This is an optimization exercise on Yosys and OpenROAD, whose aim is small area, a short achievable clock period and few clock cycles per item, not a production implementation.
Function was checked by simulation only, so behaviour that the tests miss may differ from the original.

## red
## aes128_enc
module aes128_enc (
    input  wire         clk,
    input  wire         rst,       
    input  wire         start,
    input  wire [127:0] key,
    input  wire [127:0] block,
    output reg          done,
    output wire [127:0] result
);
Size: about 4,500 cells after synthesis, ~260 flip-flops, about 390 I/O pins.
Settings: LEC_CHECK=0, CAP_MARGIN=20, CORE_MARGIN=2, CORE_UTILIZATION=50, SETUP_SLACK_MARGIN=2.5, SLEW_MARGIN=20, SYNTH_HIERARCHICAL=1; clock period 10.0 ns.
standard.sh (not shown) runs the stock make flow with config.mk's settings and CLKGATE_MAP_FILE= SYNTH_SCRIPT=/design/flow/synth_recipe.tcl, a recipe that flattens the netlist after the stock synthesis.
==> flow/flow/run.sh <==
#!/bin/bash
# The standard layout, with the smallest buffer on the ports.
set -euo pipefail
bash standard.sh BUFFER_PORTS_ARGS="-buffer_cell sky130_fd_sc_hd__buf_1" finish > standard.log 2>&1
red: full flow OK, the timing, DRC and antenna checks passed
Testbench counts of red, summed over its fixed seeds: cycles 5,128, blocks 512.
Setup changes, red to blue
- CTS_BUF_LIST now sky130_fd_sc_hd__clkbuf_8, previously not set
- CTS_CLUSTER_SIZE now 16, previously not set
- CORE_UTILIZATION now 70, was 50
- SETUP_SLACK_MARGIN now 3.0, was 2.5
- CTS_CLUSTER_DIAMETER now 60, previously not set
- GPL_ROUTABILITY_DRIVEN now 0, previously not set
--- outcome ---
- No stage failed in red, and the final checks on the layout all came back clean.
- blue: done, clean on timing, DRC and antenna
- Against red, blue comes in 30 higher on maximum number of pins on one net before global-route repair.
- blue against red: share of final layout cell area taken by non-clock buffers saw little to no change, clock latency of the later-clocked register in the worst-skew pair saw an increase, time the worst path needs with I/O delays and setup saw a decrease.
- Core area: red and blue compared, lower one is blue
Relative to blue, the following input files were edited for green:
- CTS_CLUSTER_SIZE removed (was 16)
- CTS_CLUSTER_DIAMETER removed (was 60)
- GPL_ROUTABILITY_DRIVEN removed (was 0)
- CTS_BUF_LIST removed (was sky130_fd_sc_hd__clkbuf_8)
- CORE_UTILIZATION changed from 70 to 50
==> summary.txt <==
Status | green and blue | clean
Initial standard-cell utilization of the core in green is 20 points lower than in blue
Summary — core utilization of the finished layout, green relative to blue: lower, by 21 points.
green — hold slack 0.017 ns higher, blue as reference
Total standard cell area after synthesis came out exactly the same in green and blue.
The run showing the smaller reg2reg setup slack is green.
Compared with blue, green ends up with more cell area.
Compared with blue, green shows total wire length after detailed routing that has gone up by a little under 10%.
Layout buffering overhead excluding clock cells: green vs blue down 0.21 points
diff inputs: green => orange
- CTS_CLUSTER_DIAMETER newly set to 60
- CORE_UTILIZATION changed from 50 to 70
- SETUP_SLACK_MARGIN changed from 3.0 to 2.7
- CTS_BUF_LIST newly set to sky130_fd_sc_hd__clkbuf_8
- CTS_CLUSTER_SIZE newly set to 16
Notes after the runs:
- Sort orange and green by data arrival time of the critical path, ascending, and green comes first.
- Ratio of final minimum period to clock period for orange: 1.7 points up relative to green
- As far as synthesized instance count is concerned, green and orange perform about the same.
- Compared to green, the routing of orange uses less wire.
- orange vs. green: post-CTS resize count saw a decrease; horizontal die dimension saw a decrease; design area saw a decrease; floorplan die area saw a decrease.
Changes in purple relative to orange:
- a change of CORE_UTILIZATION from 70 to 50
- a deleted CTS_CLUSTER_SIZE that had been 16
- a deleted CTS_BUF_LIST that had been sky130_fd_sc_hd__clkbuf_8
- a deleted CTS_CLUSTER_DIAMETER that had been 60
- a deleted SETUP_SLACK_MARGIN that had been 2.7
==> flow/run.sh (new file) <==
#!/bin/bash
# synth_recipe.tcl (not shown) runs the flow's synth.tcl, then flattens the netlist and writes it again
# the make line also repeats each setting of config.mk as NAME=value (left out here)
make -C /OpenROAD-flow-scripts/flow DESIGN_CONFIG=/design/flow/config.mk WORK_HOME=/design/flow/orfs CLKGATE_MAP_FILE= SYNTH_SCRIPT=/design/flow/synth_recipe.tcl finish
removed: flow/flow/run.sh
removed: flow/standard.sh
Findings:
- On insertion delay of the later-clocked pin in the worst-skew pair: purple sits below orange.
- Compared with orange, purple shows clock network area share higher by 1.2 points.
- In the tables for purple and orange, final routed wirelength across all metal layers reads lower with orange.
- Of purple and orange, it is purple that has the higher portion of the clock cycle consumed by the worst path in the final layout.
- Compared purple vs orange, and maximum number of pins on one net before global-route repair is down in purple.
- [purple vs orange] final worst slack: lower in purple
- Changes observed in purple relative to orange: full die area picked up an extra 39%, core utilization of the finished layout lost 21 points.

Starting RTL as in the previous note.
==> flow/config.mk <==
export PLATFORM = sky130hd
export DESIGN_NAME = aes128_enc
export DESIGN_NICKNAME = aes128_enc
export VERILOG_FILES = /design/flow/design.v
export SDC_FILE = /design/flow/constraint.sdc
export NUM_CORES = 8
export LEC_CHECK = 0
export CAP_MARGIN = 20
export CORE_MARGIN = 2
export CORE_UTILIZATION = 70
export CTS_BUF_LIST = sky130_fd_sc_hd__clkbuf_8
export CTS_CLUSTER_DIAMETER = 60
export CTS_CLUSTER_SIZE = 16
export SETUP_SLACK_MARGIN = 3.0
export SLEW_MARGIN = 20
export SYNTH_HIERARCHICAL = 1
==> flow/constraint.sdc <==
create_clock -name core_clock -period 10.0 [get_ports {clk}]
set_input_delay 2.0000 -clock core_clock [delete_from_list [all_inputs] [get_ports {clk}]]
set_output_delay 2.0000 -clock core_clock [all_outputs]
set_load 0.01 [all_outputs]
==> flow/flow/run.sh <==
#!/bin/bash
# The standard layout, with the smallest buffer on the ports and timing
# repair by sizing only.
set -euo pipefail
bash standard.sh BUFFER_PORTS_ARGS="-buffer_cell sky130_fd_sc_hd__buf_1" SETUP_MOVE_SEQUENCE="unbuffer,sizeup,swap" finish > standard.log 2>&1
Testbench counts at the start, summed over its fixed seeds: cycles 5,128, blocks 512.
Then changed:
==> flow/flow/run.sh (replaced) <==
#!/bin/bash
# The standard layout, with the smallest buffer on the ports.
set -euo pipefail
bash standard.sh BUFFER_PORTS_ARGS="-buffer_cell sky130_fd_sc_hd__buf_1" finish > standard.log 2>&1
- CORE_UTILIZATION: 70 -> 75
Fmax goes down by 6.3%.
Die area goes down by 6.6%.
Clock-buffer cell count is unchanged.
Final cell count goes down by 1.1%.
Hold slack gains 0.025 ns.
Wire length goes up by 11%.
First-iteration DRC count goes up by 66%.
Sequential share of layout area hardly moves.

job 978:
Starting RTL as in the previous note.
==> flow/config.mk <==
export PLATFORM = sky130hd
export DESIGN_NAME = aes128_enc
export DESIGN_NICKNAME = aes128_enc
export VERILOG_FILES = /design/flow/design.v
export SDC_FILE = /design/flow/constraint.sdc
export NUM_CORES = 8
export LEC_CHECK = 0
export CAP_MARGIN = 20
export CORE_MARGIN = 2
export CORE_UTILIZATION = 50
export SLEW_MARGIN = 20
export SYNTH_HIERARCHICAL = 1
==> flow/constraint.sdc <==
create_clock -name core_clock -period 10.0 [get_ports {clk}]
set_input_delay 2.0000 -clock core_clock [delete_from_list [all_inputs] [get_ports {clk}]]
set_output_delay 2.0000 -clock core_clock [all_outputs]
set_load 0.01 [all_outputs]
==> flow/flow/run.sh <==
#!/bin/bash
# The standard layout, with the smallest buffer on the ports.
set -euo pipefail
bash standard.sh BUFFER_PORTS_ARGS="-buffer_cell sky130_fd_sc_hd__buf_1" finish > standard.log 2>&1
Per the final summary, job 978 finished and its layout is clean on timing, DRC and antenna.
Testbench counts of job 978, summed over its fixed seeds: cycles 5,128, blocks 512.
> inputs changed (job 978 -> job 8871)
- CORE_UTILIZATION: 50 -> 70
- SETUP_SLACK_MARGIN: unset -> 3.0
- CTS_BUF_LIST: unset -> sky130_fd_sc_hd__clkbuf_8
- CTS_CLUSTER_DIAMETER: unset -> 60
- CTS_CLUSTER_SIZE: unset -> 16
Findings:
Of job 978 and job 8871, the run reporting the lower clock-cell share of area was job 8871.
Going from job 978 to job 8871, wire length of the first global-routing pass went down by 4700 um; cell count went down by 276; via count went up by 973; required arrival time at the worst endpoint went up by 0.11 ns.
A uppermost layer routed of met4 is what job 978 shows, while met5 belongs to job 8871.
Job 8871 ended up with a higher number of global-route vias before repair than job 978 did.
Against job 978, job 8871 comes in 4.1% higher on final area.
The die footprint reported for job 8871 is smaller than that of job 978 by 28%.
Inputs modified between job 8871 and job 7761:
- PLACE_DENSITY newly set to 0.8
[summary]
Detailed route wirelength on metal2 down 1.6% in job 7761 wrt job 8871. Diff job 8871 -> job 7761: met3 capacity usage during global routing rose 0.62 points; largest fanout on the critical path fell 1. Compared with job 8871, in job 7761 final cell count held steady; largest net degree at the start of global routing decreased 54. Max clock-buffer cell count across job 7761 and job 8871: job 7761. Of the two values seen for critical path launch point, key[27] was produced by job 7761 and key[23] by job 8871. NOTE: number of global-route vias before repair in job 7761 falls short of that of job 8871.
Setup changes, job 7761 to job 3462
- PLACE_DENSITY no longer set, was 0.8
- SETUP_SLACK_MARGIN now 3.5, was 3.0
- CORE_UTILIZATION now 50, was 70
- CTS_CLUSTER_SIZE no longer set, was 16
- CTS_BUF_LIST no longer set, was sky130_fd_sc_hd__clkbuf_8
- CTS_CLUSTER_DIAMETER no longer set, was 60
Findings:
Job 3462: full flow OK, the timing, DRC and antenna checks passed
STATUS via count: job 3462 wins against job 7761
Job 7761 has higher global-route usage than job 3462.
First-pass iteration count of the detailed router: job 7761 vs job 3462 identical
Job 3462 ends up with a post-detailed-route wirelength per cell that is 0.78% higher than in job 7761.

run A:
Starting RTL as in the previous note.
export LEC_CHECK = 0
export CAP_MARGIN = 20
export CORE_MARGIN = 2
export CORE_UTILIZATION = 65
export SETUP_SLACK_MARGIN = 3.2
export SLEW_MARGIN = 20
export SYNTH_HIERARCHICAL = 1
create_clock -name core_clock -period 10.0 [get_ports {clk}]
Scripts as last shown in full above: flow/flow/run.sh
Testbench counts of run A, summed over its fixed seeds: cycles 5,128, blocks 512.
Edits applied to the flow inputs when going from run A to run B:
-- flow/config.mk --
<<< run A, line 10
export CORE_UTILIZATION = 65
export SETUP_SLACK_MARGIN = 3.2
>>> run B, line 10
export CORE_UTILIZATION = 50
export SETUP_SLACK_MARGIN = 1.0
--- outcome ---
- The final layouts of run B and run A pass the timing, DRC and antenna checks.
- From run B to run A, final-report setup violation count did not move at all.
- Run B -> run A: antenna cell count flat
- Compared to run A, run B has core utilization of the finished layout 22 points lower.
- Run B vs run A, slowest cell on the critical path: sky130_fd_sc_hd__xor2_1 vs sky130_fd_sc_hd__xor2_2
- Largest incremental delay on the critical path in run B is 0.47 ns higher than in run A
- Looking at setup slack of the most critical reg-to-reg path across both flows, run B is the weaker of the two, with run A ahead.
- Run B vs. run A: global router's overall resource usage went down by 8.7 points.
Modified inputs, run C compared to run B
-- flow/config.mk --
<<< run B, line 10
export CORE_UTILIZATION = 50
export SETUP_SLACK_MARGIN = 1.0
>>> run C, line 10
export CORE_UTILIZATION = 65
export SETUP_SLACK_MARGIN = 3.0
==> summary.txt <==
Count of state elements after synthesis essentially unchanged between run C and run B.
Run C: met3 track demand over resource in global routing 2.9 points above run B
Summary of run C over run B: vertical die dimension saw a decrease, final core utilization now sits higher, data required time of the critical path shows an increase of 0.06 ns, final wirelength has decreased.
Run C vs run B, startpoint of the worst setup timing path: key[65] vs key[23]
diff inputs: run C => run D
-- flow/config.mk --
<<< run C, line 10
export CORE_UTILIZATION = 65
>>> run D, line 10
export CORE_UTILIZATION = 50
export CTS_BUF_LIST = sky130_fd_sc_hd__clkbuf_8
export CTS_CLUSTER_DIAMETER = 60
export CTS_CLUSTER_SIZE = 16
Notes after the runs:
- Setup slack in run D is 0.074 ns below run C.
- Taking run C as 1.0, run D lands at 1.14 on placement row count.
- The final design instance area without fill of run D and that of run C are within noise of each other.
- From run C to run D the numbers moved as follows: fraction of standard cell area that is sequential level, cell count after placement grew by 207, source-to-sink clock delay at the later pin of the worst-skew pair higher, post-place setup slack fell by 0.099 ns.

== old ==
Starting RTL as in the previous note.
clock: 10.0 ns
lec_check: 0
cap_margin: 20
core_margin: 2
core_utilization: 70
cts_buf_list: sky130_fd_sc_hd__clkbuf_8
cts_cluster_diameter: 60
cts_cluster_size: 16
setup_slack_margin: 3.3
slew_margin: 20
synth_hierarchical: 1
Scripts as last shown in full above: flow/flow/run.sh
Testbench counts of old, summed over its fixed seeds: cycles 5,128, blocks 512.
## Diff of input files: new against old
- swapping 3.3 for 3.0 in SETUP_SLACK_MARGIN
- swapping 70 for 65 in CORE_UTILIZATION
### Flow results
- new ends up with lower area growth from synthesis to layout than old does.
- First-pass GRT wire length delta (new -> old): insignificant
- Count of antenna diodes in the layout (lower): old
- new vs old, sum of net half-perimeters after detailed placement went up by 1.5%.
- old → new: final area down 1300 sq um; via count fell by 3.9%; critical path depth now larger.
- new: PASS, flow complete, no timing, DRC or antenna violations
- Flip-flop and latch share of the layout cell area delta for new relative to old: 0.40 points higher
- Going from old to new, post-placement cell count grows by 68.

## afterwards: timing with drivers on the ports
How much do the figures lean on ideal ports? The routed layouts below were timed once more, with nothing changed but the port constraints.
Step 1 (the two cells are an assumption about what drives the block):
set clk [get_ports {clk}]
set_driving_cell -lib_cell sky130_fd_sc_hd__clkbuf_16 $clk
set_driving_cell -lib_cell sky130_fd_sc_hd__buf_2 [delete_from_list [all_inputs] $clk]
Step 2 times the ports against the registers' clock, not the clock port: input delays grow and output delays shrink by t, the midpoint of the rising clock arrivals with the driver on.
Three values: ideal ports, drivers, drivers and shift; two values: the first two.
run	t, ns	setup WS [ns]	worst setup path at the end	clock arrival spread, ns	cell pins on the clock port's net
red	0.625	2.861 / 2.900 / 2.282	input to register	0.036 / 0.036	1
blue	0.660	3.141 / 3.169 / 2.509	input to register	0.083 / 0.084	1
green	0.629	3.168 / 3.209 / 2.580	input to register	0.033 / 0.033	1
orange	0.677	2.999 / 3.030 / 2.352	input to register	0.063 / 0.063	1
purple	0.621	2.096 / 2.138 / 1.517	input to register	0.029 / 0.029	1
the first run of note 2	0.683	3.189 / 3.189 / 2.546	input to register	0.068 / 0.068	1
the second run of note 2	0.696	2.730 / 2.730 / 2.209	input to register	0.068 / 0.068	1
job 978	0.631	2.329 / 2.368 / 1.737	input to register	0.043 / 0.042	1
job 8871	0.680	3.178 / 3.210 / 2.530	input to register	0.063 / 0.063	1
job 7761	0.682	3.200 / 3.229 / 2.547	input to register	0.051 / 0.051	1
job 3462	0.635	3.669 / 3.715 / 3.081	input to register	0.032 / 0.031	1
run A	0.605	3.328 / 3.344 / 2.740	input to register	0.016 / 0.015	1
run B	0.631	2.329 / 2.368 / 1.737	input to register	0.043 / 0.042	1
run C	0.608	3.221 / 3.260 / 2.652	input to register	0.019 / 0.020	1
run D	0.710	3.147 / 3.182 / 2.473	input to register	0.064 / 0.065	1
old	0.683	3.263 / 3.295 / 2.612	input to register	0.068 / 0.068	1
new	0.675	3.171 / 3.206 / 2.531	input to register	0.062 / 0.062	1
After both steps setup and hold are still met in every run listed. The setup slack of run D, which loses most, moves by +0.035 ns with the drivers and by -0.674 ns with both steps.
